What follows belongs to an exercise in optimizing a design on an open flow for small area; a production flow would make more cautious choices. In this exercise RTL edits were held to simulation tests only and were not proved equivalent to the original. Power and IR drop assume default switching activity.

<file path="config.mk">
export PLATFORM = sky130hd
export DESIGN_NAME = servo_law
export DESIGN_NICKNAME = servo_law
export VERILOG_FILES = /design/flow/design.v
export SDC_FILE = /design/flow/constraint.sdc
export NUM_CORES = 4
export LEC_CHECK = 0
export CAP_MARGIN = 20
export CORE_AREA = 2.5 2.5 247.5 122.5
export DIE_AREA = 0 0 250 125
export PLACE_DENSITY = 0.7
export SLEW_MARGIN = 20
</file>
<file path="constraint.sdc">
create_clock -name core_clock -period 30.0 [get_ports {clk}]
set_input_delay 6.0000 -clock core_clock [delete_from_list [all_inputs] [get_ports {clk}]]
set_output_delay 6.0000 -clock core_clock [all_outputs]
set_load 0.01 [all_outputs]
</file>
<file path="design.v">
module servo_law (
    input  wire        clk,
    input  wire        rst,           
    input  wire [31:0] setpoint,      
    input  wire [5:0]  in_shift,
    input  wire [31:0] kp,
    input  wire [31:0] ki,
    input  wire [31:0] kd,
    input  wire [31:0] kf,
    input  wire [31:0] ff_in,
    input  wire [31:0] offset,
    input  wire [31:0] out_min,
    input  wire [31:0] out_max,
    input  wire [31:0] slew,
    input  wire [23:0] cmp_base,      
    input  wire [23:0] cmp_gain,      
    output wire        ready,
    input  wire        init,          
    input  wire [31:0] init_u,
    input  wire [31:0] init_i,
    input  wire        step,          
    input  wire        no_target,
    input  wire [31:0] meas,          
    output wire        done,
    output wire [23:0] cmp,
    output wire [31:0] u_out,
    output wire [3:0]  flags          
);
    localparam [4:0] P_IDLE = 5'd0,  P_SP   = 5'd1,  P_SH   = 5'd2,  P_ESAT = 5'd3,
                     P_DMUL = 5'd4,  P_DSAT = 5'd5,  P_PMUL = 5'd6,  P_PACC = 5'd7,
                     P_IMUL = 5'd8,  P_IADD = 5'd9,  P_ICL  = 5'd10, P_FMUL = 5'd11,
                     P_FS1  = 5'd12, P_FS2  = 5'd13, P_FS3  = 5'd14, P_VSAT = 5'd15,
                     P_VCL  = 5'd16, P_USUB = 5'd17, P_SCL  = 5'd18, P_UADD = 5'd19,
                     P_CMUL = 5'd20, P_CADD = 5'd21, P_DONE = 5'd22;
    reg  [4:0]  ph;
    reg  [5:0]  cnt;
    reg  [40:0] acc;
    reg  [32:0] m;
    reg  [31:0] u_st, i_st, ep;
    reg         first, nt, f_sat, f_lim, f_slw, fl;
    wire ovf     = ~((&acc[40:31]) | ~(|acc[40:31]));
    wire slew_on = ~slew[31] & (|slew[30:0]);
    wire s_idle = (ph == P_IDLE), s_sp   = (ph == P_SP),   s_sh   = (ph == P_SH);
    wire s_esat = (ph == P_ESAT), s_dmul = (ph == P_DMUL), s_dsat = (ph == P_DSAT);
    wire s_pmul = (ph == P_PMUL), s_pacc = (ph == P_PACC), s_imul = (ph == P_IMUL);
    wire s_iadd = (ph == P_IADD), s_icl  = (ph == P_ICL),  s_fmul = (ph == P_FMUL);
    wire s_fs1  = (ph == P_FS1),  s_fs2  = (ph == P_FS2),  s_fs3  = (ph == P_FS3);
    wire s_vsat = (ph == P_VSAT), s_vcl  = (ph == P_VCL),  s_usub = (ph == P_USUB);
    wire s_scl  = (ph == P_SCL),  s_uadd = (ph == P_UADD), s_cmul = (ph == P_CMUL);
    wire s_cadd = (ph == P_CADD), s_done = (ph == P_DONE);
    wire is_mul  = s_dmul | s_pmul | s_imul | s_fmul | s_cmul;
    wire is_mm   = s_icl | s_vcl;               
    wire is_cl   = is_mm | s_scl;
    wire is_sat  = s_esat | s_dsat | s_vsat | s_pacc | s_fs1;
    wire c0      = (cnt[1:0] == 2'd0);
    wire c1      = (cnt[1:0] == 2'd1);
    wire c2s     = (cnt[1:0] == 2'd2);
    wire c3      = (cnt[1:0] == 2'd3);
    wire cnt0    = (cnt == 6'd0);
    wire last32  = (cnt[4:0] == 5'd31);
    wire sh_last = (cnt + 6'd1 == in_shift) | (cnt == 6'd40);
    wire go_t    = s_idle & step & ~no_target;
    wire go_h    = s_idle & step & no_target;
    wire do_init = s_idle & ~step & init;
    wire dig = (s_dmul & ~first & (m[0] ^ ep[0]))
             | ((s_pmul | s_imul) & ep[0])
             | (s_fmul & ff_in[cnt[4:0]])
             | (s_cmul & m[0]);
    wire neg = last32 ^ (s_dmul & ep[0]);
    wire dneg = dig & neg;
    wire x_mul  = ((is_mul & ~cnt0) | s_sh) & ~rst;
    wire x_bias = is_mul & cnt0 & ~rst;
    wire x_sat  = is_sat & ovf & ~rst;
    wire x_sh   = ((is_sat & ~ovf) | s_sp | s_iadd | s_fs2 | s_fs3 | s_usub | s_uadd | s_cadd | s_done
                  | (is_cl & ~(cnt[0] & fl))) & ~rst;
    wire c2     = is_cl & c3 & ~fl;
    wire z_meas = go_t;
    wire z_sp   = s_sp;
    wire z_kd   = s_dmul & dig;
    wire z_kp   = s_pmul & dig;
    wire z_ki   = s_imul & dig;
    wire z_kf   = s_fmul & dig;
    wire z_gain = s_cmul & dig;
    wire z_m    = s_pacc | s_fs1;
    wire z_i    = s_iadd | s_fs2;
    wire z_u    = go_h | s_usub | s_uadd;
    wire z_min  = is_mm & ~cnt[1];
    wire z_max  = is_mm & cnt[1];
    wire z_slew = s_scl;
    wire z_off  = s_fs3;
    wire z_base = s_cadd;
    wire z_init = do_init;
    wire inv = dneg | go_t | s_usub | (is_mm & ~cnt[0]) | (s_scl & (c1 | c2s));
    wire cin = dneg | go_t | s_usub | (s_sh & sh_last) | (is_mm & c0) | (s_scl & c1) | c2;
    wire [41:0] zraw =
          ({42{z_meas}} & {meas[31], meas, 9'd0})
        | ({42{z_sp}}   & {setpoint[31], setpoint, 9'd0})
        | ({42{z_kd}}   & {{2{kd[31]}}, kd, 8'd0})
        | ({42{z_kp}}   & {{2{kp[31]}}, kp, 8'd0})
        | ({42{z_ki}}   & {{2{ki[31]}}, ki, 8'd0})
        | ({42{z_kf}}   & {{2{kf[31]}}, kf, 8'd0})
        | ({42{z_gain}} & {10'd0, cmp_gain, 8'd0})
        | ({42{z_m}}    & {{8{m[32]}}, m, 1'b0})
        | ({42{z_i}}    & {{9{i_st[31]}}, i_st, 1'b0})
        | ({42{z_u}}    & {{9{u_st[31]}}, u_st, 1'b0})
        | ({42{z_min}}  & {{9{out_min[31]}}, out_min, 1'b0})
        | ({42{z_max}}  & {{9{out_max[31]}}, out_max, 1'b0})
        | ({42{z_slew}} & {{9{slew[31]}}, slew, 1'b0})
        | ({42{z_off}}  & {{9{offset[31]}}, offset, 1'b0})
        | ({42{z_base}} & {17'd0, cmp_base, 1'b0})
        | ({42{z_init}} & {{9{init_i[31]}}, init_i, 1'b0});
    genvar k;
    wire [41:0] xv;
    assign xv[0] = (x_mul & acc[0]) | c2;
    generate for (k = 1; k < 42; k = k + 1) begin : g_x
        wire a_m = acc[k < 41 ? k : 40];
        wire s_v = (k < 32) ? ~acc[40] : acc[40];
        if (k == 31)
            assign xv[k] = (x_mul & a_m) | (x_sh & acc[k-1]) | (x_sat & s_v) | x_bias;
        else
            assign xv[k] = (x_mul & a_m) | (x_sh & acc[k-1]) | (x_sat & s_v);
    end endgenerate
    wire [41:0] zv = zraw ^ {42{inv}};
    wire [41:0] y;
    wire [42:0] cy;
    assign cy[0] = cin;
    generate for (k = 0; k < 42; k = k + 1) begin : g_add
        wire hx = xv[k] ^ zv[k];
        assign y[k]      = hx ^ cy[k];
        assign cy[k + 1] = (xv[k] & zv[k]) | (hx & cy[k]);
    end endgenerate
    wire adv = (s_sh & sh_last) | (is_mul & last32) | (is_cl & c3)
             | ~(s_sh | is_mul | is_cl);
    always @(posedge clk) begin
        acc <= y[41:1];
        cnt <= (s_idle | adv) ? 6'd0 : cnt + 6'd1;
        if (rst)                       ph <= P_IDLE;
        else if (s_idle)               ph <= go_t ? P_SP : go_h ? P_CMUL : P_IDLE;
        else if (s_done)               ph <= P_IDLE;
        else if (s_sp)                 ph <= (in_shift == 6'd0) ? P_ESAT : P_SH;
        else if (adv)                  ph <= ph + 5'd1;
        if (go_h | s_esat | s_dsat | s_pacc | s_uadd) m <= y[33:1];
        else if (s_dmul | s_cmul)                      m <= {m[32], m[32:1]};
        if (s_dmul)                    ep <= {m[0], ep[31:1]};
        else if (s_pmul | s_imul)      ep <= {ep[0], ep[31:1]};
        if (do_init)                   u_st <= init_u;
        else if (rst | s_uadd)         u_st <= y[32:1];
        if (rst | do_init | (s_icl & c3)) i_st <= y[32:1];
        if (rst | do_init)             first <= 1'b1;
        else if (s_done)               first <= nt;
        if (go_t | go_h) begin
            nt    <= no_target;
            f_sat <= 1'b0;
            f_lim <= 1'b0;
            f_slw <= 1'b0;
        end else begin
            if ((is_sat | s_uadd) & ovf)   f_sat <= 1'b1;
            if (s_vcl & cnt[0] & fl)       f_lim <= 1'b1;
            if (s_scl & cnt[0] & fl)       f_slw <= 1'b1;
        end
        if (is_cl & ~cnt[0])           fl <= (cnt[1] ^ y[41]) & (~s_scl | slew_on);
    end
    assign ready = s_idle;
    assign done  = s_done;
    wire   c_ov  = acc[40] | (|acc[39:24]);
    assign cmp   = acc[40] ? 24'h000000 : (|acc[39:24]) ? 24'hffffff : acc[23:0];
    assign u_out = u_st;
    assign flags = {nt, f_slw, f_lim, f_sat | c_ov};
endmodule
</file>
<file path="flow/run.sh">
#!/bin/bash
# Standard ORFS layout, with the port buffers made of the smallest buffer
# cell instead of the one buffer_ports picks by default.
set -euo pipefail
export BUFFER_PORTS_ARGS="-buffer_cell sky130_fd_sc_hd__buf_1"
bash standard.sh > standard.log 2>&1
</file>
<file path="standard.sh">
#!/bin/bash
# synth_recipe.tcl (not shown) runs the flow's synth.tcl, then flattens the netlist and writes it again
# the make line also repeats each setting of config.mk as NAME=value (left out here)
make -C /OpenROAD-flow-scripts/flow DESIGN_CONFIG=/design/flow/config.mk WORK_HOME=/design/flow/orfs CLKGATE_MAP_FILE= SYNTH_SCRIPT=/design/flow/synth_recipe.tcl "${@:-finish}"
</file>
==> flow_summary.ini, run 1 <==
[floorplanning]
initial_utilization_pct = 41.70
core_area_um2 = 29290
rows = 44
die_width_um = 250
die_area_um2 = 31250
fp.dieH_um = 125
io_pins = 537

[synth]
ys_seq_elements = 187
syn_nets = 1611
synthTopCellsByArea = edfxtp_1 (32%), dfxtp_1 (9.2%), fa_1 (6.6%), mux2_2 (6.1%), a222oi_1 (6.0%)
synth_edf_count = 131
ys_seq_area_share_pct = 41.39
synth_cell_types = 75
syn_area_um2 = 12210
syn_inst = 1086
synthFlopType = edfxtp_1
yosys.area.top_type = edfxtp_1
ys_warn_count = 1
async_flop_share_pct = 0
syn_avg_cell_area_um2 = 11.24
synth_top_area_share_pct = 32.21

[pwr]
comb_power_share_pct = 50.9
power.switching_mw = 0.6710
swShare_pct = 42.02
power.internal_mw = 0.9257
p_leak_nw = 5.083
powerDensity_nw_per_um2 = 104.9
power_frac_seq_pct = 34.4
p_total_mw = 1.597
vdd_drop_max_mv = 0.05399
p_clk_share_pct = 14.7

[grt]
track_usage_pct = 33.38
grt_pass1_vias = 11530
antenna_found_initial = 9
grt_pass1_wl_um = 76110
globalRouteOverflowTotal = 0
grt_max_degree = 42

[drt]
ant_nets = 0
drt_iter0_markers = 2458
vias = 12450
drc = 0
via_per_inst = 6.299
wl_um = 53780
wl_per_cell_um = 27.22
first_pass_iters = 10

[timing]
timing.slew.headroom_pct = 31.83
finalHoldViolations = 0
slew_viol_final = 0
max_freq_mhz = 36.54
layout_min_cycle_time_ps = 27370
setup_violations = 0
max_slew.worst_pin.slew_ps = 1023
rsz0062_at_grt = no
finClkSkew_ps = 15.10
finalSetupTns_ps = 0
finalCritPeriodShare_pct = 91.22

[clocking]
cts-buffers-inserted = 17
cts-root-buf = clkbuf_16
cts-hold-fix-buffers = 0
cts_setup_buffers = 0
cts.sinks = 187
cts_tree = done
insertion_delay_ps = 460
cts-htree-levels = 4
clk_path_buf_depth = 2
post_cts_resized = 0
clk_pin_slew_ps = 80

[worst_setup_path]
cp.required_ps = 30320
max_stage_delay_ps = 540
worstSetupPathType = input port to flip-flop
path_common_cell = fa_1
slowest_stage = fa_1
end_kind = flip-flop
arrival_ps = 27680
startpoint_type = input port
reg2reg_depth = 51
path_max_fanout = 40

[layout]
drive_above_1_share_pct = 10.90
mostFrequentLayoutCell = buf_1
fin_util_pct = 51.99
area_growth_pct = 24.69
layout_common_cells = buf_1 (536), edfxtp_1 (131), nor2_1 (81)
nFillCells = 2805
nNetsFinal = 2090

[hold_path]
hold_class = flip-flop to flip-flop
min_path_cells = 0

[flow_run]
cap_violations = 0

[place]
port_buffers = 536
dp_hpwl_um = 40860
place_congestion = 0.9632

[run_status]
status = complete, no violations
-- worst max-delay path, delay by kind of cell --
family	cells	cell delay, ps
adders and majority gates	40	18800
buffers and inverters	3	860
AOI/OAI and AO/OA	3	430
muxes	3	920
xor gates and xnor gates	3	640
-- metal layers --
metal	routed length, um	track usage (%)	part of all wire, %	vias up
met2	22990	48.04	43	813
met3	6468	9.640	12	105
met5	111	1.805	0.21	-
li1	-	-	-	5335
met1	22870	49.11	43	6185
met4	1334	8.388	2.5	8
-- cells by family after synthesis --
kind of cell | share of synthesized area, %
compound gates | 22.53
simple gates | 9.713
flops | 41.39
buf+inv | 4.109
mux | 10.49
xor+xnor | 4.180
fa+ha+maj | 7.582
-- power by group through the flow --
| stage | clock, mW | combinational, mW | sequential [mW] |
|---|---|---|---|
| 2_1_floorplan | 0 | 0.526 | 0.526 |
| 3_3_place_gp | 0 | 0.786 | 0.548 |
| 6_report | 0.235 | 0.812 | 0.549 |
| 3_5_place_dp | 0 | 0.797 | 0.549 |
| 4_1_cts | 0.236 | 0.807 | 0.546 |
| 5_1_grt | 0.247 | 0.877 | 0.559 |
-- registers in the layout (all words and copies together), names as in the netlist --
register,flops
cnt,6
m,33
i_st,32
u_st,32
ep,32
nt,1
first,1
f_sat,1
ph,5
f_slw,1
fl,1
acc,41
f_lim,1
-- synth_stat cells, drive strengths merged (11+ instances only) --
| cell | n |
|---|---|
| a222oi | 73 |
| inv | 12 |
| a21boi | 15 |
| xnor2 | 33 |
| nand3 | 14 |
| clkbuf | 70 |
| buf | 37 |
| a22o | 16 |
| xor2 | 21 |
| fa | 40 |
| a221o | 55 |
| o2111ai | 23 |
| nand2 | 81 |
| o21ai | 22 |
| edfxtp | 131 |
| a22oi | 16 |
| a21oi | 39 |
| a2111oi | 17 |
| a221oi | 11 |
| dfxtp | 56 |
| nor4 | 13 |
| mux2i | 38 |
| mux2 | 66 |
| nor2 | 81 |
-- through the flow --
| step | hold slack (ps) | instances | instance area (um2) | setup slack, ps |
|---|---|---|---|---|
| detailed placement | 405.1 | 1937 | 14590 | 2194 |
| finish | 420.7 | 1976 | 15230 | 2634 |
| floorplan | 400.3 | 1086 | 12210 | 3265 |
| global placement | 401.9 | 1937 | 14590 | 2488 |
| global route | 419.7 | 1972 | 15220 | 1937 |
| CTS | 416.2 | 1969 | 15210 | 2599 |
-- worst paths after layout --
kind | to | startpoint | slack, ps
min | ep[24] | ep[25] | 420
min reg2reg | ep[24] | ep[25] | 420
max reg2reg | fl | ph[2] | 7110
max | fl | ff_in[30] | 2630
-- final cells by class --
class,instances,area (um2),share of cell area (%)
clock buffer,18,450.4,2.958
clock inverter,14,165.2,1.085
inverter,12,45.04,0.2958
tap,391,489.2,3.213
timing repair buffer,567,2245,14.74
antenna,7,17.52,0.1150
sequential,187,5059,33.22
multi-input combinational,780,6756,44.37
==> inputs of run 2 (changes only) <==
--- a/config.mk
+++ b/config.mk
@@ -8,4 +8,5 @@
 export CAP_MARGIN = 20
 export CORE_AREA = 2.5 2.5 247.5 122.5
+export CTS_BUF_LIST = sky130_fd_sc_hd__clkbuf_8
 export DIE_AREA = 0 0 250 125
 export PLACE_DENSITY = 0.7
==> run 2 against run 1 <==
  * Still clean on timing, DRC and antenna
  * Cell count barely moved
  * First-iteration DRC count decreased by 3.0%
  * Setup slack better by 100 ps
  * Count of clock-buffer cells in the layout is 1 lower
  * Utilization shrank 0.63 points
  * Synthesized area unchanged
  * Die area did not move
  * Non-clock buffer count is the same
  * Wire length down 0.56%
  * Clock skew up 6.9 ps
==> flow_summary.ini, run 2 <==
[run_status]
status = complete, no violations

[layout]
mostFrequentLayoutCell = buf_1
nFillCells = 2816
area_growth_pct = 23.19
drive_above_1_share_pct = 10.90
regMostFlops = acc
multi_input_area_um2 = 6756
reg.largest.list = acc: 41 flops, m: 33 flops
final_cells = 1977
largest_reg_flops = 41
layout_common_cells = buf_1 (536), edfxtp_1 (131), nor2_1 (81)
nNetsFinal = 2090
seq_area_um2 = 5059

[worst_setup_path]
cp_num_cells = 52
crit_end = fl
arrival_ps = 27640
max_stage_delay_ps = 540
r2r-start = ph[2]
end_kind = flip-flop
startpoint_type = input port
rr_endpoint = fl
slowest_stage = fa_1
path_buf_inv = 3
crit_family = adder cells
reg2reg_depth = 51
path_common_cell = fa_1
cp.required_ps = 30380
crit_start = ff_in[30]
worstSetupPathType = input port to flip-flop
rrSetupSlack_ps = 7120
path_max_fanout = 40

[synth]
ys_seq_area_share_pct = 41.39
ys_warn_count = 1
syn_nets = 1611
async_flop_share_pct = 0
syn_avg_cell_area_um2 = 11.24
synth_top_area_share_pct = 32.21
synth_edf_count = 131
synthTopCellsByArea = edfxtp_1 (32%), dfxtp_1 (9.2%), fa_1 (6.6%), mux2_2 (6.1%), a222oi_1 (6.0%)
syn_inst = 1086
synth_cell_types = 75
ys_seq_elements = 187
synthFlopType = edfxtp_1
yosys.area.top_type = edfxtp_1
synth_common_cells = edfxtp_1 (131), nand2_1 (81), nor2_1 (81), a222oi_1 (73), clkbuf_1 (70)
yosysMostFrequentCell = edfxtp_1
syn_area_um2 = 12210

[timing]
max_freq_mhz = 36.68
finalSetupTns_ps = 0
slew_viol_final = 0
layout_min_cycle_time_ps = 27270
max_slew.worst_pin.slew_ps = 1021
rsz0062_at_grt = no
finalHoldViolations = 0
setup_violations = 0
timing.slew.headroom_pct = 31.90
finClkSkew_ps = 21.99
whs_ps = 420.4
finalCritPeriodShare_pct = 90.89

[clocking]
cts_setup_buffers = 0
post_cts_resized = 0
cts-buffers-inserted = 17
cts-hold-fix-buffers = 0
insertion_delay_ps = 520
cts-htree-levels = 4
cts_tree = done
cts-root-buf = clkbuf_8
clk_path_buf_depth = 2
clk_pin_slew_ps = 110
cts.sinks = 187

[place]
dp.cells = 1937
dp_hpwl_um = 40860
place_congestion = 0.9632
port_buffers = 536

[floorplanning]
io_pins = 537
die_area_um2 = 31250
fp.dieH_um = 125
die_width_um = 250
initial_utilization_pct = 41.70
rows = 44
core_area_um2 = 29290

[drt]
ant_nets = 0
drc = 0
wl_um = 53480
via_per_inst = 6.321
vias = 12500
drt_iter0_markers = 2384
first_pass_iters = 10
wl_per_cell_um = 27.05

[grt]
grt_max_degree = 42
grt_pass1_wl_um = 75590
grt_pass1_vias = 11540
track_usage_pct = 33.21
globalRouteOverflowTotal = 0
antenna_found_initial = 11

[pwr]
vdd_drop_max_mv = 0.04041
powerDensity_nw_per_um2 = 102.4
p_leak_nw = 4.997

[hold_path]
hold_class = flip-flop to flip-flop

[flow_run]
cap_violations = 0
## run 2: logic make-up after synthesis
group | Yosys count | synth area share, %
compound gates | 318 | 22.53
simple gates | 246 | 9.713
fa+ha+maj | 50 | 7.582
flops | 187 | 41.39
buf+inv | 119 | 4.109
xor+xnor | 55 | 4.180
mux | 111 | 10.49
## run 2: worst min path at each step
stage | start | end | slack [ps] | depth (start not counted)
global placement | ep[13] | ep[12] | 400 | 0
floorplan | ep[1] | ep[0] | 400 | 0
global route | ep[25] | ep[24] | 420 | 0
finish | ep[25] | ep[24] | 420 | 0
detailed placement | ep[12] | ep[11] | 410 | 0
CTS | ep[25] | ep[24] | 420 | 0
## run 2: through the flow
stage	setup WS, ps	total power [mW]	area (um2)	util, %
final	2734	1.541	15040	51.36
after floorplan	3265	1.052	12210	-
after global routing	2042	1.626	15040	51.34
after global placement	2488	1.334	14590	49.83
after detailed placement	2194	1.346	14590	49.83
after CTS	2714	1.533	15020	51.29
## run 2: final cells by class
class	count	share of cell area [%]
multi-input combinational	780	44.91
sequential	187	33.63
timing repair buffer	567	14.92
tap	391	3.252
clock buffer	17	1.555
clock inverter	15	1.298
inverter	12	0.2994
antenna	8	0.1331
## run 2: report_power, final
group / leakage, nW / switching (mW) / internal (mW)
sequential: 1.73 / 0.0816 / 0.467
clock: 0.218 / 0.110 / 0.0719
combinational: 3.05 / 0.470 / 0.341
total: 5.00 / 0.662 / 0.879
## run 2: per-layer routing
layer  vias up  track usage, %  part of all wire, %
li1       5329               -                    -
met1      6193           49.36                   42
met2       873           47.14                   42
met3        93           9.203                   13
met4         8           9.502                  2.7
met5         -               0                0.075
==> inputs of run 3 (changes only) <==
--- a/design.v
+++ b/design.v
@@ -63,8 +63,9 @@
     wire go_h    = s_idle & step & no_target;
     wire do_init = s_idle & ~step & init;
-    wire dig = (s_dmul & ~first & (m[0] ^ ep[0]))
+    wire m_bit = m[cnt[4:0]];
+    wire dig = (s_dmul & ~first & (m_bit ^ ep[0]))
              | ((s_pmul | s_imul) & ep[0])
              | (s_fmul & ff_in[cnt[4:0]])
-             | (s_cmul & m[0]);
+             | (s_cmul & m_bit);
     wire neg = last32 ^ (s_dmul & ep[0]);
     wire dneg = dig & neg;
@@ -141,6 +142,5 @@
         else if (adv)                  ph <= ph + 5'd1;
         if (go_h | s_esat | s_dsat | s_pacc | s_uadd) m <= y[33:1];
-        else if (s_dmul | s_cmul)                      m <= {m[32], m[32:1]};
-        if (s_dmul)                    ep <= {m[0], ep[31:1]};
+        if (s_dmul)                    ep <= {m_bit, ep[31:1]};
         else if (s_pmul | s_imul)      ep <= {ep[0], ep[31:1]};
         if (do_init)                   u_st <= init_u;
==> flow/run.sh (replaced) <==
#!/bin/bash
# Standard ORFS layout (standard.sh), with two changes to what the layout
# is made of:
#  - the port buffers use the smallest buffer cell instead of the one
#    buffer_ports picks by default;
#  - clock tree synthesis uses one buffer type and no dummy loads.
set -euo pipefail
export BUFFER_PORTS_ARGS="-buffer_cell sky130_fd_sc_hd__buf_1"
export CTS_ARGS="-sink_clustering_enable -repair_clock_nets -dont_use_dummy_load -buf_list sky130_fd_sc_hd__clkbuf_8"
bash standard.sh > standard.log 2>&1
--- a/config.mk
+++ b/config.mk
@@ -8,5 +8,4 @@
 export CAP_MARGIN = 20
 export CORE_AREA = 2.5 2.5 247.5 122.5
-export CTS_BUF_LIST = sky130_fd_sc_hd__clkbuf_8
 export DIE_AREA = 0 0 250 125
 export PLACE_DENSITY = 0.7
==> run 3 against run 2 <==
  * Flip-flop and latch count unchanged
  * Global-route usage is 2.3 points higher
  * Clock power fell by 27%
  * Fmax shrank 1.6%
  * Non-clock buffer count grew 2
  * Wire length up 7.0%
  * Setup slack got worse by 430 ps
  * Sequential share of layout area up 1.1 points
  * First-iteration DRC count rose by 4.4%
  * Total power is 0.97% higher
  * Synthesized area shrank 2.4%
  * Critical endpoint unchanged
  * Largest power group unchanged
==> flow_summary.ini, run 3 <==
[run_status]
status = complete, no violations

[timing]
timing.slew.headroom_pct = 24.64
slew_viol_final = 0
finalHoldViolations = 0
layout_min_cycle_time_ps = 27700
max_freq_mhz = 36.11
finalSetupTns_ps = 0
rsz0062_at_grt = no
max_slew.worst_pin.slew_ps = 1102
finalCritPeriodShare_pct = 92.32
setup_violations = 0
finClkSkew_ps = 38.64

[synth]
synth_cell_types = 60
muxShareOfSynthArea_pct = 6.159
ys_seq_area_share_pct = 42.39
syn_avg_cell_area_um2 = 10.34
ys_seq_elements = 187
synthXorXnorAreaFrac_pct = 4.428
yosysMostFrequentCell = nand2_1
synthFlopType = edfxtp_1
yosys.area.top_type = edfxtp_1
synth_edf_count = 131
synth_top_area_share_pct = 32.99
async_flop_share_pct = 0
synth_top_family_by_area = compound AO/OA/AOI/OAI gates
synth-simple-area-share_pct = 13.12
synthTopCellsByArea = edfxtp_1 (33%), dfxtp_1 (9.4%), a222oi_1 (6.7%), fa_1 (6.7%), nand2_1 (5.9%)
syn_area_um2 = 11920
synth_common_cells = nand2_1 (186), edfxtp_1 (131), clkbuf_1 (87), a222oi_1 (80), nor2_1 (70)
syn_nets = 1678
synth_compound_area_share_pct = 22.14
syn_inst = 1153
synthAdderAreaFrac_pct = 7.765
ys_warn_count = 1

[floorplanning]
die_width_um = 250
initial_utilization_pct = 40.71
core_area_um2 = 29290
io_pins = 537
die_area_um2 = 31250
fp.dieH_um = 125
rows = 44

[layout]
fin_util_pct = 49.68
area_growth_pct = 22.03
reg.largest.list = acc: 41 flops, m: 33 flops
drive_above_1_share_pct = 4.718
nFillCells = 2857
mostFrequentLayoutCell = buf_1
largest_reg_flops = 41
layout_common_cells = buf_1 (537), nand2_1 (183), edfxtp_1 (131)
nNetsFinal = 2159
regMostFlops = acc

[hold_path]
hold_class = flip-flop to flip-flop
min_path_cells = 0

[drt]
vias = 12900
wl_um = 57220
drc = 0
wl_per_cell_um = 28.24
first_pass_iters = 14
via_per_inst = 6.365
drt_iter0_markers = 2490
ant_nets = 0

[worst_setup_path]
max_stage_delay_ps = 510
arrival_ps = 27900
slowest_stage = fa_1
path_common_cell = fa_1
worstSetupPathType = input port to flip-flop
path_max_fanout = 24
end_kind = flip-flop
reg2reg_depth = 55
cp.required_ps = 30200
startpoint_type = input port

[grt]
grt_max_degree = 41
antenna_found_initial = 7
track_usage_pct = 35.55
grt_pass1_wl_um = 80920
globalRouteOverflowTotal = 0
grt_pass1_vias = 12010

[clocking]
cts_tree = done
cts-hold-fix-buffers = 0
insertion_delay_ps = 480
post_cts_resized = 0
clk_path_buf_depth = 2
cts.sinks = 187
cts_setup_buffers = 0
clk_pin_slew_ps = 80
cts-buffers-inserted = 17
cts-htree-levels = 4
cts-root-buf = clkbuf_8

[place]
dp_hpwl_um = 44590
port_buffers = 536
place_congestion = 0.9516

[pwr]
power.internal_mw = 0.8546
vdd_drop_max_mv = 0.04426
power_frac_seq_pct = 37.3
swShare_pct = 45.07
power.switching_mw = 0.7012
powerDensity_nw_per_um2 = 106.9
p_clk_share_pct = 8.5
comb_power_share_pct = 54.2
p_leak_nw = 4.842

[flow_run]
cap_violations = 0
run 3: cell count changes after synthesis, moves of 14 or more:
cell,delta
a22oi_1,+23
nand2_1,+105
mux2_2,-66
buf_2,-14
clkbuf_1,+17
o2111ai_1,-22
o211ai_1,+22
a22o_1,-16
run 3: cell families (layout without fill, tap and decap cells):
kind of cell               Yosys count  count (layout)
AOI/OAI and AO/OA                  328             328
xor gates and xnor gates            57              57
adders and majority gates           50              50
buffers and inverters              119             598
DFF                                187             187
muxes                               57              57
other                                0               3
and+or+nand+nor                    355             355
run 3: metal layers:
layer | global-route usage [%] | wire length (um)
met2 | 50.50 | 24040
met5 | 0 | 48
met3 | 13.08 | 8270
met4 | 11.35 | 1897
met1 | 50.32 | 22970
run 3: final timing paths:
path	start	to	slack [ps]
max reg2reg	cnt[1]	fl	6240
min	ep[19]	ep[18]	410
min reg2reg	ep[19]	ep[18]	410
max	ff_in[26]	fl	2300
run 3: through the flow:
stage / cells / worst slack (ps) / total power [mW] / area (um2) / hold WS [ps]
2_1_floorplan: 1153 / 2960 / 1.069 / 11920 / 400.3
3_3_place_gp: 2005 / 2034 / 1.392 / 14300 / 403.5
3_5_place_dp: 2006 / 1865 / 1.397 / 14310 / 405.1
4_1_cts: 2023 / 2321 / 1.534 / 14540 / 410.9
5_1_grt: 2026 / 1525 / 1.638 / 14550 / 417.7
6_report: 2026 / 2303 / 1.556 / 14550 / 406.8
run 3: final cells by class:
cell class              count  area (um2)  area share [%]
repair buffers            569        2256           15.50
inverters                  12       45.04          0.3096
well taps                 391       489.2           3.362
clock buffers              17       234.0           1.608
diodes                      3       7.507         0.05160
flip-flops and latches    187        5059           34.77
multi-input cells         847        6460           44.40
run 3: power by group through the flow:
| stage | clock [mW] | sequential, mW | combinational (mW) |
|---|---|---|---|
| 6_report | 0.132 | 0.581 | 0.843 |
| 5_1_grt | 0.142 | 0.589 | 0.907 |
| 4_1_cts | 0.133 | 0.576 | 0.825 |
| 3_5_place_dp | 0 | 0.582 | 0.815 |
| 3_3_place_gp | 0 | 0.579 | 0.812 |
| 2_1_floorplan | 0 | 0.552 | 0.517 |
run 3: critical path: cells and delay by family:
family	cells	cell delay [ps]
buf+inv	2	360
fa+ha+maj	41	18980
compound gates	6	1080
mux	1	460
simple gates	2	320
xor+xnor	3	670
==> inputs of run 4 (changes only) <==
--- a/design.v
+++ b/design.v
@@ -32,5 +32,6 @@
                      P_FS1  = 5'd12, P_FS2  = 5'd13, P_FS3  = 5'd14, P_VSAT = 5'd15,
                      P_VCL  = 5'd16, P_USUB = 5'd17, P_SCL  = 5'd18, P_UADD = 5'd19,
-                     P_CMUL = 5'd20, P_CADD = 5'd21, P_DONE = 5'd22;
+                     P_UST  = 5'd20, P_CMUL = 5'd21, P_CADD = 5'd22, P_DONE = 5'd23,
+                     P_INI2 = 5'd24;
     reg  [4:0]  ph;
     reg  [5:0]  cnt;
@@ -48,5 +49,6 @@
     wire s_vsat = (ph == P_VSAT), s_vcl  = (ph == P_VCL),  s_usub = (ph == P_USUB);
     wire s_scl  = (ph == P_SCL),  s_uadd = (ph == P_UADD), s_cmul = (ph == P_CMUL);
-    wire s_cadd = (ph == P_CADD), s_done = (ph == P_DONE);
+    wire s_cadd = (ph == P_CADD), s_done = (ph == P_DONE), s_ust  = (ph == P_UST);
+    wire s_ini2 = (ph == P_INI2);
     wire is_mul  = s_dmul | s_pmul | s_imul | s_fmul | s_cmul;
     wire is_mm   = s_icl | s_vcl;               
@@ -73,5 +75,6 @@
     wire x_bias = is_mul & cnt0 & ~rst;
     wire x_sat  = is_sat & ovf & ~rst;
-    wire x_sh   = ((is_sat & ~ovf) | s_sp | s_iadd | s_fs2 | s_fs3 | s_usub | s_uadd | s_cadd | s_done
+    wire x_init = do_init & ~rst;
+    wire x_sh   = ((is_sat & ~ovf) | s_sp | s_iadd | s_fs2 | s_fs3 | s_usub | s_uadd | s_ust | s_cadd | s_done | s_ini2
                   | (is_cl & ~(cnt[0] & fl))) & ~rst;
     wire c2     = is_cl & c3 & ~fl;
@@ -85,5 +88,5 @@
     wire z_m    = s_pacc | s_fs1;
     wire z_i    = s_iadd | s_fs2;
-    wire z_u    = go_h | s_usub | s_uadd;
+    wire z_u    = go_h | s_usub | s_uadd | s_ini2;
     wire z_min  = is_mm & ~cnt[1];
     wire z_max  = is_mm & cnt[1];
@@ -92,6 +95,6 @@
     wire z_base = s_cadd;
     wire z_init = do_init;
-    wire inv = dneg | go_t | s_usub | (is_mm & ~cnt[0]) | (s_scl & (c1 | c2s));
-    wire cin = dneg | go_t | s_usub | (s_sh & sh_last) | (is_mm & c0) | (s_scl & c1) | c2;
+    wire inv = dneg | go_t | s_usub | s_ini2 | (is_mm & ~cnt[0]) | (s_scl & (c1 | c2s));
+    wire cin = dneg | go_t | s_usub | s_ini2 | (s_sh & sh_last) | (is_mm & c0) | (s_scl & c1) | c2;
     wire [41:0] zraw =
           ({42{z_meas}} & {meas[31], meas, 9'd0})
@@ -117,8 +120,9 @@
         wire a_m = acc[k < 41 ? k : 40];
         wire s_v = (k < 32) ? ~acc[40] : acc[40];
+        wire i_v = init_u[k < 33 ? k - 1 : 31];
         if (k == 31)
-            assign xv[k] = (x_mul & a_m) | (x_sh & acc[k-1]) | (x_sat & s_v) | x_bias;
+            assign xv[k] = (x_mul & a_m) | (x_sh & acc[k-1]) | (x_sat & s_v) | (x_init & i_v) | x_bias;
         else
-            assign xv[k] = (x_mul & a_m) | (x_sh & acc[k-1]) | (x_sat & s_v);
+            assign xv[k] = (x_mul & a_m) | (x_sh & acc[k-1]) | (x_sat & s_v) | (x_init & i_v);
     end endgenerate
     wire [41:0] zv = zraw ^ {42{inv}};
@@ -137,6 +141,6 @@
         cnt <= (s_idle | adv) ? 6'd0 : cnt + 6'd1;
         if (rst)                       ph <= P_IDLE;
-        else if (s_idle)               ph <= go_t ? P_SP : go_h ? P_CMUL : P_IDLE;
-        else if (s_done)               ph <= P_IDLE;
+        else if (s_idle)               ph <= go_t ? P_SP : go_h ? P_CMUL : do_init ? P_INI2 : P_IDLE;
+        else if (s_done | s_ini2)      ph <= P_IDLE;
         else if (s_sp)                 ph <= (in_shift == 6'd0) ? P_ESAT : P_SH;
         else if (adv)                  ph <= ph + 5'd1;
@@ -144,7 +148,6 @@
         if (s_dmul)                    ep <= {m_bit, ep[31:1]};
         else if (s_pmul | s_imul)      ep <= {ep[0], ep[31:1]};
-        if (do_init)                   u_st <= init_u;
-        else if (rst | s_uadd)         u_st <= y[32:1];
-        if (rst | do_init | (s_icl & c3)) i_st <= y[32:1];
+        if (rst | do_init | s_ust)     u_st <= xv[32:1];
+        if (rst | s_ini2 | (s_icl & c3)) i_st <= y[32:1];
         if (rst | do_init)             first <= 1'b1;
         else if (s_done)               first <= nt;
==> flow/run.sh (replaced) <==
#!/bin/bash
# Standard ORFS layout (standard.sh), with these changes to how the layout
# is made:
#  - synthesis maps the logic with an area-oriented ABC script
#    (flow/abc.script in place of ORFS's abc_speed.script); the rest of
#    the synthesis, and so every register, is the standard one;
#  - the port buffers use the smallest buffer cell instead of the one
#    buffer_ports picks by default;
#  - clock tree synthesis uses clkbuf_8 only and no dummy loads.
set -euo pipefail
W=$PWD
rm -rf "$W/orfs_scripts"
cp -r "$FLOW_HOME/scripts" "$W/orfs_scripts"
cp "$W/flow/abc.script" "$W/orfs_scripts/abc_speed.script"
export SCRIPTS_DIR="$W/orfs_scripts"
export BUFFER_PORTS_ARGS="-buffer_cell sky130_fd_sc_hd__buf_1"
export CTS_ARGS="-sink_clustering_enable -repair_clock_nets -dont_use_dummy_load -buf_list sky130_fd_sc_hd__clkbuf_8"
bash standard.sh > standard.log 2>&1
==> flow/abc.script (new file) <==
&get -n
&st
&dch
&nf -R 1000 -p
&put
topo
==> run 4 against run 3 <==
  * Sequential share of layout area is 1.5 points higher
  * Still clean on timing, DRC and antenna
  * Register-to-register slack worse by 70 ps
  * Combinational power is 14% lower
  * Fmax is 2.4% lower
  * Total power is 8.0% lower
  * Flip-flop and latch count stayed put
  * Clock skew is 11 ps lower
==> flow_summary.ini, run 4 <==
[synth]
synth_common_cells = edfxtp_1 (131), nand2_1 (130), a222oi_1 (112), nor2_1 (83), nand3_1 (80)
synthTopCellsByArea = edfxtp_1 (36%), a222oi_1 (10%), dfxtp_1 (10%), fa_1 (7.4%), nand2_1 (4.5%)
ys_seq_elements = 187
syn_area_um2 = 10890
yosysMostFrequentCell = edfxtp_1
ys_seq_area_share_pct = 46.42
async_flop_share_pct = 0
synth_top_area_share_pct = 36.13
synthFlopType = edfxtp_1
synth_cell_types = 47
synth_edf_count = 131
syn_avg_cell_area_um2 = 11.33
syn_nets = 1486
yosys.area.top_type = edfxtp_1
syn_inst = 961
ys_warn_count = 1

[worst_setup_path]
end_kind = flip-flop
worstSetupPathType = input port to flip-flop
startpoint_type = input port
crit_start = ff_in[27]
rrSetupSlack_ps = 6170
path_common_cell = fa_1
path_max_fanout = 5
arrival_ps = 28550
reg2reg_depth = 58
cp.required_ps = 30170
slowest_stage = mux4_2
r2r-start = cnt[1]
max_stage_delay_ps = 520

[drt]
wl_per_cell_um = 28.08
wl_um = 54240
vias = 12360
ant_nets = 0
first_pass_iters = 12
via_per_inst = 6.398
drc = 0
drt_iter0_markers = 2763

[timing]
whs_ps = 407.5
setup_violations = 0
rsz0062_at_grt = no
max_slew.worst_pin.slew_ps = 1169
layout_min_cycle_time_ps = 28380
finalHoldViolations = 0
max_freq_mhz = 35.24
finalCritPeriodShare_pct = 94.60
finalSetupTns_ps = 0
slew_viol_final = 0
finClkSkew_ps = 28.07
setup_slack_ps = 1619
timing.slew.headroom_pct = 22.07

[grt]
grt_util_met2_pct = 48.55
grt_max_degree = 41
met1_usage_pct = 48.38
globalRouteOverflowTotal = 0
grt_busiest_layer = met2
track_usage_pct = 33.80
antenna_found_initial = 2
grt_pass1_vias = 11620
grt_use_met3_pct = 10.95
grt_pass1_wl_um = 77690

[clocking]
clk_pin_slew_ps = 80
cts-buffers-inserted = 17
cts-hold-fix-buffers = 0
insertion_delay_ps = 480
cts_setup_buffers = 0
cts.sinks = 187
post_cts_resized = 0
clk_path_buf_depth = 2
cts-root-buf = clkbuf_8
cts_tree = done
cts-htree-levels = 4

[layout]
area_growth_pct = 28.20
nNetsFinal = 2067
mostFrequentLayoutCell = buf_1
regMostFlops = acc
fin_area_um2 = 13960
layout_common_cells = buf_1 (536), edfxtp_1 (131), nand2_1 (129)
drive_above_1_share_pct = 5.455
reg.largest.list = acc: 41 flops, m: 33 flops
largest_reg_flops = 41

[pwr]
p_total_mw = 1.431
p_leak_nw = 4.835
vdd_drop_max_mv = 0.04126
powerDensity_nw_per_um2 = 102.5

[floorplanning]
core_area_um2 = 29290
initial_utilization_pct = 37.18
die_width_um = 250
io_pins = 537
die_area_um2 = 31250
fp.dieH_um = 125
rows = 44

[place]
dpl_cell_area_um2 = 13720
port_buffers = 536
place_congestion = 1.053
dp_hpwl_um = 39850
post-place-ws_ps = 1273

[hold_path]
min_path_cells = 0
hold_class = flip-flop to flip-flop
worstHoldStart = ep[16]

[run_status]
status = complete, no violations

[flow_run]
cap_violations = 0
run 4: changes by cell type after synthesis, moves of 32 or more:
cell	before	now
a222oi_1	80	112
a221oi_1	8	45
mux2i_1	43	1
nand2_1	186	130
clkbuf_1	87	0
nand3_1	25	80
run 4: through the flow:
stage / util [%] / instances
5_1_grt: 47.66 / 1932
6_report: 47.66 / 1932
3_5_place_dp: 46.86 / 1914
4_1_cts: 47.65 / 1931
3_3_place_gp: 46.86 / 1914
2_1_floorplan: - / 961
run 4: power breakdown:
part | switching, mW | total (mW) | internal [mW]
clock | 0.0809 | 0.131 | 0.0502
sequential | 0.0844 | 0.571 | 0.487
combinational | 0.454 | 0.729 | 0.275
total | 0.619 | 1.43 | 0.812
run 4: path summary, 6_finish.rpt:
| check | end |
|---|---|
| max | fl |
| min | ep[15] |
| min reg2reg | ep[15] |
| max reg2reg | fl |
run 4: kinds of logic after synthesis:
logic type,Yosys count,synth area share [%]
adder cells (fa/ha/maj),50,8.503
AND/OR/NAND/NOR,367,15.22
multiplexers,17,3.401
buffers and inverters,21,0.8272
flip-flops,187,46.42
XOR/XNOR,55,4.424
AO/OA/AOI/OAI,264,21.20
run 4: per-layer routing:
| metal | wire length [um] | up-vias |
|---|---|---|
| li1 | - | 5187 |
| met1 | 21670 | 6079 |
| met2 | 23120 | 974 |
| met3 | 7781 | 119 |
| met4 | 1648 | 2 |
| met5 | 13 | - |
run 4: cell type report:
cell class	instances	area [um2]
antenna	1	2.502
clock buffer	17	234.0
multi-input combinational	753	5881
fill	2852	15330
inverter	18	67.56
timing repair buffer	565	2230
tap	391	489.2
sequential	187	5056
run 4: worst max-delay path, delay by kind of cell:
| family | cells | cell delay, ps |
|---|---|---|
| adders and majority gates | 41 | 19090 |
| AOI/OAI and AO/OA | 8 | 1700 |
| muxes | 1 | 520 |
| and+or+nand+nor | 3 | 480 |
| buffers and inverters | 3 | 450 |
| xor gates and xnor gates | 2 | 300 |
==> inputs of run 5 (changes only) <==
--- a/design.v
+++ b/design.v
@@ -88,5 +88,5 @@
     wire z_m    = s_pacc | s_fs1;
     wire z_i    = s_iadd | s_fs2;
-    wire z_u    = go_h | s_usub | s_uadd | s_ini2;
+    wire z_u    = go_h | s_usub | s_uadd | (s_ini2 & ~rst);
     wire z_min  = is_mm & ~cnt[1];
     wire z_max  = is_mm & cnt[1];
==> flow/abc.script (replaced) <==
&get -n
&st
&dch
&nf -R 1000 -p -C 32 -E 10
&put
topo
==> run 5 against run 4 <==
  * Die area stayed put
  * Still clean
  * Largest power group unchanged
  * Cell count is 0.57% lower
  * Critical path depth stayed put
  * Sequential share of layout area is 0.055 points lower
  * Non-clock buffer count stayed put
  * Critical endpoint unchanged
  * Clock power hardly changed
==> flow_summary.ini, run 5 <==
[hold_path]
holdPathEnd = ep[23]
hold_class = flip-flop to flip-flop
min_path_cells = 0
worstHoldStart = ep[24]

[place]
port_buffers = 536
dpl_cell_area_um2 = 13720
dp_hpwl_um = 40440
place_congestion = 0.9813

[timing]
max_freq_mhz = 36.05
slew_viol_final = 0
timing.slew.headroom_pct = 27.60
finalSetupTns_ps = 0
finalHoldViolations = 0
rsz0062_at_grt = no
finClkSkew_ps = 28.85
max_slew.worst_pin.slew_ps = 1086
layout_min_cycle_time_ps = 27740
setup_violations = 0
finalCritPeriodShare_pct = 92.47

[layout]
nFillCells = 2933
largest_reg_flops = 41
regMostFlops = acc
fin_area_um2 = 13980
mostFrequentLayoutCell = buf_1
nNetsFinal = 2049
drive_above_1_share_pct = 6.702
area_growth_pct = 29.13
layout_common_cells = buf_1 (536), edfxtp_1 (131), nand2_1 (117)
reg.largest.list = acc: 41 flops, m: 33 flops

[drt]
wl_per_cell_um = 28.55
drc = 0
drt_iter0_markers = 2259
vias = 12330
via_per_inst = 6.416
ant_nets = 0
first_pass_iters = 14
wl_um = 54840

[worst_setup_path]
crit_family = adder cells
startpoint_type = input port
reg2reg_depth = 59
path_common_cell = fa_1
path_max_fanout = 8
rrSetupSlack_ps = 6440
arrival_ps = 27960
r2r-start = cnt[1]
worstSetupPathType = input port to flip-flop
rr_endpoint = fl
max_stage_delay_ps = 510
crit_start = ff_in[19]
slowest_stage = fa_1
path_buf_inv = 3
cp.required_ps = 30220
end_kind = flip-flop

[pwr]
p_leak_nw = 4.710
powerDensity_nw_per_um2 = 120.6
vdd_drop_max_mv = 0.04651

[clocking]
cts_setup_buffers = 0
clk_pin_slew_ps = 90
cts-hold-fix-buffers = 0
cts-buffers-inserted = 17
cts_tree = done
insertion_delay_ps = 490
cts-root-buf = clkbuf_8
clk_path_buf_depth = 2
post_cts_resized = 0
cts.sinks = 187
cts-htree-levels = 4

[synth]
synthFlopType = edfxtp_1
ys_warn_count = 1
ys_seq_elements = 187
syn_nets = 1468
yosysMostFrequentCell = edfxtp_1
ys_seq_area_share_pct = 46.69
synth_edf_count = 131
yosys.area.top_type = edfxtp_1
synth_cell_types = 47
syn_area_um2 = 10830
synth_common_cells = edfxtp_1 (131), nand2_1 (117), a222oi_1 (110), nor2_1 (83), a22oi_1 (66)
synthTopCellsByArea = edfxtp_1 (36%), dfxtp_1 (10%), a222oi_1 (10%), fa_1 (7.4%), a22oi_1 (4.6%)
syn_inst = 943
async_flop_share_pct = 0
synth_top_area_share_pct = 36.33
syn_avg_cell_area_um2 = 11.48

[grt]
grt_pass1_vias = 11660
grt_max_degree = 41
antenna_found_initial = 9
globalRouteOverflowTotal = 0
grt_pass1_wl_um = 77860
track_usage_pct = 34.09

[floorplanning]
rows = 44
io_pins = 537
initial_utilization_pct = 36.97
core_area_um2 = 29290
die_width_um = 250
fp.dieH_um = 125
die_area_um2 = 31250

[flow_run]
cap_violations = 0

[run_status]
status = complete, no violations
-- run 5: changes by cell type after synthesis, sizes merged, moves of 4 or more --
cell    previous run  this run
xor2               8        14
nand3             80        57
o21ai              5        10
a221oi            45        27
nand4             16        39
nand2            130       117
nor3              13         7
a221o             17        10
a22oi             38        66
nor4              11        15
clkinv            18         8
xnor2             47        41
-- run 5: how the worst max path moves through the flow --
stage	endpoint	slack (ps)	cells after the start
3_5_place_dp	fl	1730	58
3_3_place_gp	fl	1990	58
5_1_grt	fl	1420	58
2_1_floorplan	fl	30	56
6_report	fl	2260	58
4_1_cts	fl	2160	58
-- run 5: logic make-up (layout without fill, tap and decap cells) --
family	after synthesis	after routing	share of synthesized area, %
multiplexers	17	17	3.421
buffers and inverters	11	590	0.4854
AO/OA/AOI/OAI	270	270	21.24
AND/OR/NAND/NOR	353	353	15.16
flip-flops	187	187	46.69
other	0	8	0
XOR/XNOR	55	55	4.449
adder cells (fa/ha/maj)	50	50	8.552
-- run 5: per-layer routing --
layer	GRT usage, %	up-vias	routed length, um
met2	50.94	964	24080
met5	0	-	14
met1	46.84	6077	21420
met3	11.58	119	7710
li1	-	5163	-
met4	10.79	2	1614
-- run 5: power breakdown --
part           total, mW  switching, mW  internal (mW)  leakage (nW)
combinational      0.957          0.594          0.363          2.85
clock              0.133         0.0833         0.0502         0.122
sequential         0.596         0.0834          0.512          1.74
total               1.69          0.761          0.926          4.71
-- run 5: area by class of cell --
| class | instances | area, um2 | share of cell area [%] |
|---|---|---|---|
| Multi-Input combinational cell | 745 | 5922 | 42.36 |
| Sequential cell | 187 | 5056 | 36.16 |
| Timing Repair Buffer | 565 | 2230 | 15.95 |
| Tap cell | 391 | 489.2 | 3.499 |
| Clock buffer | 17 | 234.0 | 1.674 |
| Inverter | 8 | 30.03 | 0.2148 |
| Antenna cell | 8 | 20.02 | 0.1432 |
-- run 5: through the flow --
stage / utilization (%) / setup WS (ps) / hold WS [ps] / power (mW) / instances
final: 47.74 / 2259 / 421.4 / 1.687 / 1921
after global routing: 47.72 / 1418 / 423.2 / 1.783 / 1919
after CTS: 47.65 / 2159 / 418.9 / 1.671 / 1913
after detailed placement: 46.85 / 1729 / 404.5 / 1.528 / 1896
after global placement: 46.85 / 1989 / 402.2 / 1.515 / 1896
after floorplan: - / 34.42 / 400.3 / 1.164 / 943
==> inputs of run 6 (changes only) <==
--- a/config.mk
+++ b/config.mk
@@ -7,6 +7,6 @@
 export LEC_CHECK = 0
 export CAP_MARGIN = 20
-export CORE_AREA = 2.5 2.5 247.5 122.5
-export DIE_AREA = 0 0 250 125
-export PLACE_DENSITY = 0.7
+export CORE_AREA = 2.5 2.5 297.5 69.5
+export DIE_AREA = 0 0 300 72
+export PLACE_DENSITY = 0.8
 export SLEW_MARGIN = 20
==> run 6 against run 5 <==
  * Cell count fell by 6.2%
  * Fmax decreased by 3.3%
  * Clock skew decreased by 3.6 ps
  * First-iteration DRC count grew 36%
  * Critical endpoint unchanged
  * Largest power group unchanged
  * Highest routed layer unchanged
==> flow_summary.ini, run 6 <==
[synth]
async_flop_share_pct = 0
syn_inst = 943
yosysMostFrequentCell = edfxtp_1
ys_seq_elements = 187
yosys.area.top_type = edfxtp_1
synth_top_area_share_pct = 36.33
ys_seq_area_share_pct = 46.69
synth_edf_count = 131
synthTopCellsByArea = edfxtp_1 (36%), dfxtp_1 (10%), a222oi_1 (10%), fa_1 (7.4%), a22oi_1 (4.6%)
syn_area_um2 = 10830
syn_avg_cell_area_um2 = 11.48
synthFlopType = edfxtp_1
ys_warn_count = 1
syn_nets = 1468
synth_cell_types = 47
synth_common_cells = edfxtp_1 (131), nand2_1 (117), a222oi_1 (110), nor2_1 (83), a22oi_1 (66)

[layout]
fin_area_um2 = 13830
regMostFlops = acc
largest_reg_flops = 41
area_growth_pct = 27.71
layout_common_cells = buf_1 (536), edfxtp_1 (131), nand2_1 (117)
reg.largest.list = acc: 41 flops, m: 33 flops
final_cells = 1802
mostFrequentLayoutCell = buf_1
nNetsFinal = 2054
drive_above_1_share_pct = 6.942

[place]
port_buffers = 536
dpl_cell_area_um2 = 13580
place_congestion = 1.058
dp.cells = 1783
dp_hpwl_um = 39400

[worst_setup_path]
path_buf_inv = 2
slowest_stage = a2111oi_2
startpoint_type = input port
max_stage_delay_ps = 730
path_common_cell = fa_1
cp.required_ps = 30210
worstSetupPathType = input port to flip-flop
crit_family = adder cells
end_kind = flip-flop
path_max_fanout = 40
arrival_ps = 28910

[flow_run]
cap_violations = 0

[floorplanning]
core_area_um2 = 19220
die_area_um2 = 21600
rows = 24
die_width_um = 300
fp.dieH_um = 72
io_pins = 537
initial_utilization_pct = 56.33

[pwr]
vdd_drop_max_mv = 0.07178
p_clk_share_pct = 7.8
power.internal_mw = 0.9342
comb_power_share_pct = 57.8
power_frac_seq_pct = 34.4
powerDensity_nw_per_um2 = 125.2
p_leak_nw = 4.743
swShare_pct = 46.03
power.switching_mw = 0.7967

[clocking]
cts-root-buf = clkbuf_8
clk_pin_slew_ps = 90
clk_path_buf_depth = 2
cts_tree = done
cts-hold-fix-buffers = 0
cts_setup_buffers = 0
cts.sinks = 187
insertion_delay_ps = 480
cts-buffers-inserted = 17
cts-htree-levels = 4
post_cts_resized = 0

[hold_path]
hold_class = flip-flop to flip-flop

[grt]
track_usage_pct = 47.33
grt_pass1_wl_um = 72930
grt_pass1_vias = 11670
grt_max_degree = 42
antenna_found_initial = 1
globalRouteOverflowTotal = 0

[timing]
layout_min_cycle_time_ps = 28700
slew_viol_final = 0
finalSetupTns_ps = 0
max_freq_mhz = 34.84
finalHoldViolations = 0
finalCritPeriodShare_pct = 95.66
timing.slew.headroom_pct = 27.96
max_slew.worst_pin.slew_ps = 1081
setup_violations = 0
rsz0062_at_grt = no
finClkSkew_ps = 25.22

[drt]
via_per_inst = 7.122
drc = 0
wl_per_cell_um = 29.02
vias = 12830
drt_iter0_markers = 3082
ant_nets = 0
wl_um = 52290
first_pass_iters = 13

[run_status]
status = complete, no violations
==> run 6: cell counts after synthesis <==
No cell type changed its count.
==> run 6: power by group through the flow <==
stage	Clock, mW	Combinational [mW]	Sequential (mW)
2_1_floorplan	0	0.588	0.576
3_3_place_gp	0	0.909	0.593
3_5_place_dp	0	0.946	0.594
4_1_cts	0.133	0.955	0.591
5_1_grt	0.144	1.06	0.605
6_report	0.135	1.00	0.596
==> run 6: logic make-up (layout without fill, tap and decap cells) <==
family | Yosys count | count (layout) | share of synthesized area (%)
other | 0 | 2 | 0
AOI/OAI and AO/OA | 270 | 270 | 21.24
adders and majority gates | 50 | 50 | 8.552
muxes | 17 | 17 | 3.421
buffers and inverters | 11 | 595 | 0.4854
xor gates and xnor gates | 55 | 55 | 4.449
and+or+nand+nor | 353 | 353 | 15.16
DFF | 187 | 187 | 46.69
==> run 6: layer usage <==
layer	vias to the layer above	part of all wire, %	track usage (%)	wire length (um)
met2	1333	39	61.51	20230
met4	2	3.0	12.10	1562
met3	212	21	29.08	11210
li1	5172	-	-	-
met5	-	0.025	0	13
met1	6114	37	65.50	19270
==> run 6: path summary, 6_finish.rpt <==
check           end  depth (start not counted)  slack [ps]  startpoint
max              fl                         56        1300   ff_in[19]
min reg2reg  ep[27]                          0         430      ep[28]
min          ep[27]                          0         430      ep[28]
max reg2reg      fl                         57        5820      cnt[0]
==> run 6: final cells by class <==
type	count	area, um2
inverters	8	30.03
fillers	1450	5391
diodes	2	5.005
well taps	273	341.6
repair buffers	570	2267
clock buffers	17	234.0
flip-flops and latches	187	5056
multi-input cells	745	5893
==> run 6: metrics by stage <==
| stage | setup slack [ps] | hold WS [ps] | utilization [%] | total power [mW] |
|---|---|---|---|---|
| finish | 1301 | 425.2 | 71.95 | 1.731 |
| global route | 769.7 | 439.2 | 71.92 | 1.806 |
| CTS | 1503 | 426.9 | 71.89 | 1.678 |
| detailed placement | 1136 | 405.4 | 70.67 | 1.540 |
| global placement | 1488 | 401.8 | 70.67 | 1.503 |
| floorplan | 34.42 | 400.3 | - | 1.164 |
==> inputs of run 7 (changes only) <==
--- a/config.mk
+++ b/config.mk
@@ -6,7 +6,7 @@
 export NUM_CORES = 4
 export LEC_CHECK = 0
-export CAP_MARGIN = 20
+export CAP_MARGIN = 0
 export CORE_AREA = 2.5 2.5 297.5 69.5
 export DIE_AREA = 0 0 300 72
 export PLACE_DENSITY = 0.8
-export SLEW_MARGIN = 20
+export SLEW_MARGIN = 0
==> run 7 against run 6 <==
  * Non-clock buffer count stayed put
  * Utilization hardly changed
  * Clock skew is 0.80 ps higher
  * Still clean on timing, DRC and antenna
  * Synthesized cell count stayed put
  * First-iteration DRC count is 3.6% lower
  * Count of clock-buffer cells in the layout stayed put
  * Setup slack worse by 30 ps
  * Sequential power hardly changed
  * Clock power hardly changed
  * Total power hardly changed
==> flow_summary.ini, run 7 <==
[floorplanning]
die_width_um = 300
rows = 24
fp.dieH_um = 72
io_pins = 537
die_area_um2 = 21600
core_area_um2 = 19220
initial_utilization_pct = 56.33

[worst_setup_path]
path_max_fanout = 40
end_kind = flip-flop
path_common_cell = fa_1
path_buf_inv = 2
worstSetupPathType = input port to flip-flop
max_stage_delay_ps = 720
crit_family = adder cells
reg2reg_depth = 57
arrival_ps = 28940
slowest_stage = a2111oi_2
startpoint_type = input port
cp.required_ps = 30210
rr_endpoint = fl
r2r-start = cnt[0]
rrSetupSlack_ps = 5770

[layout]
nFillCells = 1450
area_growth_pct = 27.68
regMostFlops = acc
layout_common_cells = buf_1 (536), edfxtp_1 (131), nand2_1 (117)
seq_area_um2 = 5056
multi_input_area_um2 = 5887
drive_above_1_share_pct = 6.876
mostFrequentLayoutCell = buf_1
largest_reg_flops = 41
reg.largest.list = acc: 41 flops, m: 33 flops
nNetsFinal = 2054

[drt]
drc = 0
vias = 12850
wl_um = 52350
wl_per_cell_um = 29.03
ant_nets = 0
via_per_inst = 7.125
drt_iter0_markers = 2972
first_pass_iters = 12

[timing]
slew_viol_final = 0
rsz0062_at_grt = no
whs_ps = 427.5
finClkSkew_ps = 26.03
setup_slack_ps = 1271
setup_violations = 0
layout_min_cycle_time_ps = 28730
timing.slew.headroom_pct = 5.890
max_slew.worst_pin.slew_ps = 1399
finalHoldViolations = 0
max_freq_mhz = 34.81
finalSetupTns_ps = 0
finalCritPeriodShare_pct = 95.76

[synth]
ys_seq_area_share_pct = 46.69
synth_top_area_share_pct = 36.33
yosysMostFrequentCell = edfxtp_1
ys_seq_elements = 187
synth_cell_types = 47
syn_nets = 1468
yosys.area.top_type = edfxtp_1
synth_edf_count = 131
syn_avg_cell_area_um2 = 11.48
synth_common_cells = edfxtp_1 (131), nand2_1 (117), a222oi_1 (110), nor2_1 (83), a22oi_1 (66)
async_flop_share_pct = 0
syn_area_um2 = 10830
synthFlopType = edfxtp_1
synthTopCellsByArea = edfxtp_1 (36%), dfxtp_1 (10%), a222oi_1 (10%), fa_1 (7.4%), a22oi_1 (4.6%)
syn_inst = 943
ys_warn_count = 1

[clocking]
cts-root-buf = clkbuf_8
clk_pin_slew_ps = 80
cts_tree = done
cts_setup_buffers = 0
cts-buffers-inserted = 17
cts-hold-fix-buffers = 0
post_cts_resized = 0
insertion_delay_ps = 480
clk_path_buf_depth = 2
cts-htree-levels = 4
cts.sinks = 187

[hold_path]
holdPathEnd = ep[13]
worstHoldStart = ep[14]
hold_class = flip-flop to flip-flop
min_path_cells = 0

[place]
port_buffers = 536
dp_hpwl_um = 39400
post-place-ws_ps = 1136
place_congestion = 1.058

[grt]
globalRouteOverflowTotal = 0
antenna_found_initial = 1
grt_pass1_wl_um = 72930
track_usage_pct = 47.33
grt_max_degree = 42
grt_pass1_vias = 11670

[pwr]
powerDensity_nw_per_um2 = 125.2
vdd_drop_max_mv = 0.07224
p_leak_nw = 4.742

[flow_run]
cap_violations = 0

[run_status]
status = complete, no violations
run 7: cell count changes in the layout (fill, tap and decap cells not counted):
cell,change
diode_2,+1
nor4_2,-1
nor4_1,+1
run 7: layout make-up:
cell class	count	share of cell area [%]
Antenna cell	3	0.05431
Clock buffer	17	1.693
Inverter	8	0.2172
Multi-Input combinational cell	745	42.59
Sequential cell	187	36.58
Tap cell	273	2.471
Timing Repair Buffer	570	16.40
run 7: logic make-up after synthesis:
family | share of synthesized area (%)
simple gates | 15.16
compound gates | 21.24
flops | 46.69
xor+xnor | 4.449
fa+ha+maj | 8.552
mux | 3.421
buf+inv | 0.4854
run 7: worst max-delay path by stage:
stage	start	endpoint	slack, ps	cells after the start
finish	ff_in[19]	fl	1270	56
global route	ff_in[19]	fl	770	56
detailed placement	ff_in[19]	fl	1140	56
CTS	ff_in[19]	fl	1500	56
floorplan	ff_in[19]	fl	30	56
global placement	ff_in[19]	fl	1490	56
run 7: through the flow:
stage               std cells  area [um2]  power [mW]  utilization [%]
floorplan                 943       10870       1.164                -
global placement         1783       13580       1.503            70.67
detailed placement       1783       13580       1.540            70.67
CTS                      1800       13820       1.678            71.89
global route             1800       13820       1.806            71.89
finish                   1803       13820       1.731            71.93
run 7: power by group:
group	total, mW	internal, mW	switching, mW
Combinational	1.00	0.371	0.629
Clock	0.134	0.0502	0.0837
Sequential	0.597	0.513	0.0837
run 7: per-layer routing:
layer	part of all wire (%)	GRT usage, %	up-vias
li1	-	-	5174
met1	37	65.50	6177
met2	39	61.51	1314
met3	21	29.08	181
met4	2.8	12.10	0
met5	0	0	-
==> inputs of run 8 (changes only) <==
--- a/design.v
+++ b/design.v
@@ -88,5 +88,5 @@
     wire z_m    = s_pacc | s_fs1;
     wire z_i    = s_iadd | s_fs2;
-    wire z_u    = go_h | s_usub | s_uadd | (s_ini2 & ~rst);
+    wire z_u    = go_h | s_usub | s_uadd | s_ini2;
     wire z_min  = is_mm & ~cnt[1];
     wire z_max  = is_mm & cnt[1];
--- a/flow/run.sh
+++ b/flow/run.sh
@@ -7,5 +7,5 @@
 #  - the port buffers use the smallest buffer cell instead of the one
 #    buffer_ports picks by default;
-#  - clock tree synthesis uses clkbuf_8 only and no dummy loads.
+#  - clock tree synthesis uses clkbuf_16 only and no dummy loads.
 set -euo pipefail
 W=$PWD
@@ -15,4 +15,4 @@
 export SCRIPTS_DIR="$W/orfs_scripts"
 export BUFFER_PORTS_ARGS="-buffer_cell sky130_fd_sc_hd__buf_1"
-export CTS_ARGS="-sink_clustering_enable -repair_clock_nets -dont_use_dummy_load -buf_list sky130_fd_sc_hd__clkbuf_8"
+export CTS_ARGS="-sink_clustering_enable -repair_clock_nets -dont_use_dummy_load -buf_list sky130_fd_sc_hd__clkbuf_16"
 bash standard.sh > standard.log 2>&1
==> flow/abc.script (replaced) <==
&get -n
&st
&dch
&nf -R 1000 -p
&put
topo
==> config.mk (replaced) <==
export PLATFORM = sky130hd
export DESIGN_NAME = servo_law
export DESIGN_NICKNAME = servo_law
export VERILOG_FILES = /design/flow/design.v
export SDC_FILE = /design/flow/constraint.sdc
export NUM_CORES = 4
export LEC_CHECK = 0
export CAP_MARGIN = 20
export CORE_AREA = 2.5 2.5 247.5 122.5
export DIE_AREA = 0 0 250 125
export PLACE_DENSITY = 0.7
export SLEW_MARGIN = 20
==> run 8 against run 7 <==
  * Critical path type unchanged
  * Wire length is 3.9% higher
  * Synthesized area increased by 0.58%
  * Via count decreased by 3.1%
  * First-iteration DRC count shrank 11%
  * Largest cell class unchanged
  * Total power is 14% lower
  * Largest power group unchanged
  * Clock skew decreased by 7.8 ps
  * Combinational power is 27% lower
==> flow_summary.ini, run 8 <==
[drt]
via_per_inst = 6.438
wl_per_cell_um = 28.13
ant_nets = 0
drt_iter0_markers = 2631
vias = 12450
wl_um = 54400
first_pass_iters = 14
drc = 0

[layout]
regMostFlops = acc
seq_area_um2 = 5056
area_growth_pct = 30.00
final_cells = 1934
multi_input_area_um2 = 5881
layout_common_cells = buf_1 (536), edfxtp_1 (131), nand2_1 (129)
nNetsFinal = 2067
fin_util_pct = 48.33
nFillCells = 2817
reg.largest.list = acc: 41 flops, m: 33 flops
drive_above_1_share_pct = 5.455
largest_reg_flops = 41
mostFrequentLayoutCell = buf_1

[place]
place_congestion = 1.053
dp.cells = 1914
dp_hpwl_um = 39850
port_buffers = 536
post-place-ws_ps = 1273

[floorplanning]
io_pins = 537
die_width_um = 250
die_area_um2 = 31250
fp.dieH_um = 125
rows = 44
core_area_um2 = 29290
initial_utilization_pct = 37.18

[worst_setup_path]
path_common_cell = fa_1
max_stage_delay_ps = 520
path_buf_inv = 3
worstSetupPathType = input port to flip-flop
startpoint_type = input port
crit_family = adder cells
rrSetupSlack_ps = 6220
path_max_fanout = 5
arrival_ps = 28500
slowest_stage = mux4_2
end_kind = flip-flop
cp.required_ps = 30120

[grt]
grt_pass1_vias = 11640
track_usage_pct = 33.81
globalRouteOverflowTotal = 0
antenna_found_initial = 3
grt_max_degree = 41
grt_pass1_wl_um = 77610

[hold_path]
hold_class = flip-flop to flip-flop

[clocking]
cts_setup_buffers = 0
cts-hold-fix-buffers = 0
post_cts_resized = 0
cts-buffers-inserted = 17
insertion_delay_ps = 430
cts-root-buf = clkbuf_16
cts.sinks = 187
clk_pin_slew_ps = 60
clk_path_buf_depth = 2
cts_tree = done
cts-htree-levels = 4

[synth]
ys_seq_elements = 187
syn_nets = 1486
synth_common_cells = edfxtp_1 (131), nand2_1 (130), a222oi_1 (112), nor2_1 (83), nand3_1 (80)
syn_area_um2 = 10890
syn_avg_cell_area_um2 = 11.33
yosys.area.top_type = edfxtp_1
synthTopCellsByArea = edfxtp_1 (36%), a222oi_1 (10%), dfxtp_1 (10%), fa_1 (7.4%), nand2_1 (4.5%)
yosysMostFrequentCell = edfxtp_1
async_flop_share_pct = 0
synth_cell_types = 47
synth_edf_count = 131
ys_warn_count = 1
ys_seq_area_share_pct = 46.42
synth_top_area_share_pct = 36.13
syn_inst = 961
synthFlopType = edfxtp_1

[timing]
rsz0062_at_grt = no
setup_violations = 0
timing.slew.headroom_pct = 24.12
slew_viol_final = 0
max_slew.worst_pin.slew_ps = 1138
finalHoldViolations = 0
finClkSkew_ps = 18.23
layout_min_cycle_time_ps = 28380
finalCritPeriodShare_pct = 94.59
setup_slack_ps = 1622
max_freq_mhz = 35.24
finalSetupTns_ps = 0

[pwr]
p_total_mw = 1.486
vdd_drop_max_mv = 0.04594
p_leak_nw = 4.923
powerDensity_nw_per_um2 = 105.0

[flow_run]
cap_violations = 0

[run_status]
status = complete, no violations
[run 8: cell types whose count changed after synthesis, sizes merged, moves of 4 or more]
cell,delta
a221o,+7
a221oi,+18
a22oi,-28
clkinv,+10
nand2,+13
nand3,+23
nand4,-23
nor3,+6
nor4,-4
o21ai,-5
xnor2,+6
xor2,-6
[run 8: cell type report]
class	count	area share [%]
Antenna cell	3	0.05303
Multi-Input combinational cell	753	41.54
Inverter	18	0.4773
Sequential cell	187	35.72
Timing Repair Buffer	565	15.75
Tap cell	391	3.456
Clock buffer	17	3.005
[run 8: report_power, final]
part	internal, mW	switching [mW]	total [mW]
registers	0.487	0.0844	0.572
clock network	0.0987	0.0877	0.186
logic	0.274	0.454	0.728
total	0.860	0.626	1.49
[run 8: worst paths after layout]
path / from / to / cells past startpoint
setup / recovery: ff_in[27] / fl / 58
hold / removal: ep[16] / ep[15] / 0
setup reg to reg: cnt[1] / fl / 58
hold reg to reg: ep[16] / ep[15] / 0
[run 8: routing by layer]
metal | vias to the layer above | global-route usage (%) | wire (um)
met5 | - | 0 | 13
met4 | 2 | 10.76 | 1703
met3 | 119 | 12.41 | 7855
met2 | 995 | 48.32 | 23090
met1 | 6134 | 47.64 | 21740
li1 | 5201 | - | -
[run 8: kinds of logic (layout without fill, tap and decap cells)]
kind of cell | Yosys count | after routing | synth area share (%)
DFF | 187 | 187 | 46.42
xor gates and xnor gates | 55 | 55 | 4.424
muxes | 17 | 17 | 3.401
and+or+nand+nor | 367 | 367 | 15.22
other | 0 | 3 | 0
AOI/OAI and AO/OA | 264 | 264 | 21.20
buffers and inverters | 21 | 600 | 0.8272
adders and majority gates | 50 | 50 | 8.503
[run 8: metrics by stage]
| stage | area, um2 | hold slack, ps |
|---|---|---|
| after floorplan | 10890 | 400.3 |
| after global placement | 13720 | 403.5 |
| after detailed placement | 13720 | 405.6 |
| after CTS | 14150 | 408.1 |
| after global routing | 14150 | 410.7 |
| final | 14160 | 411.2 |
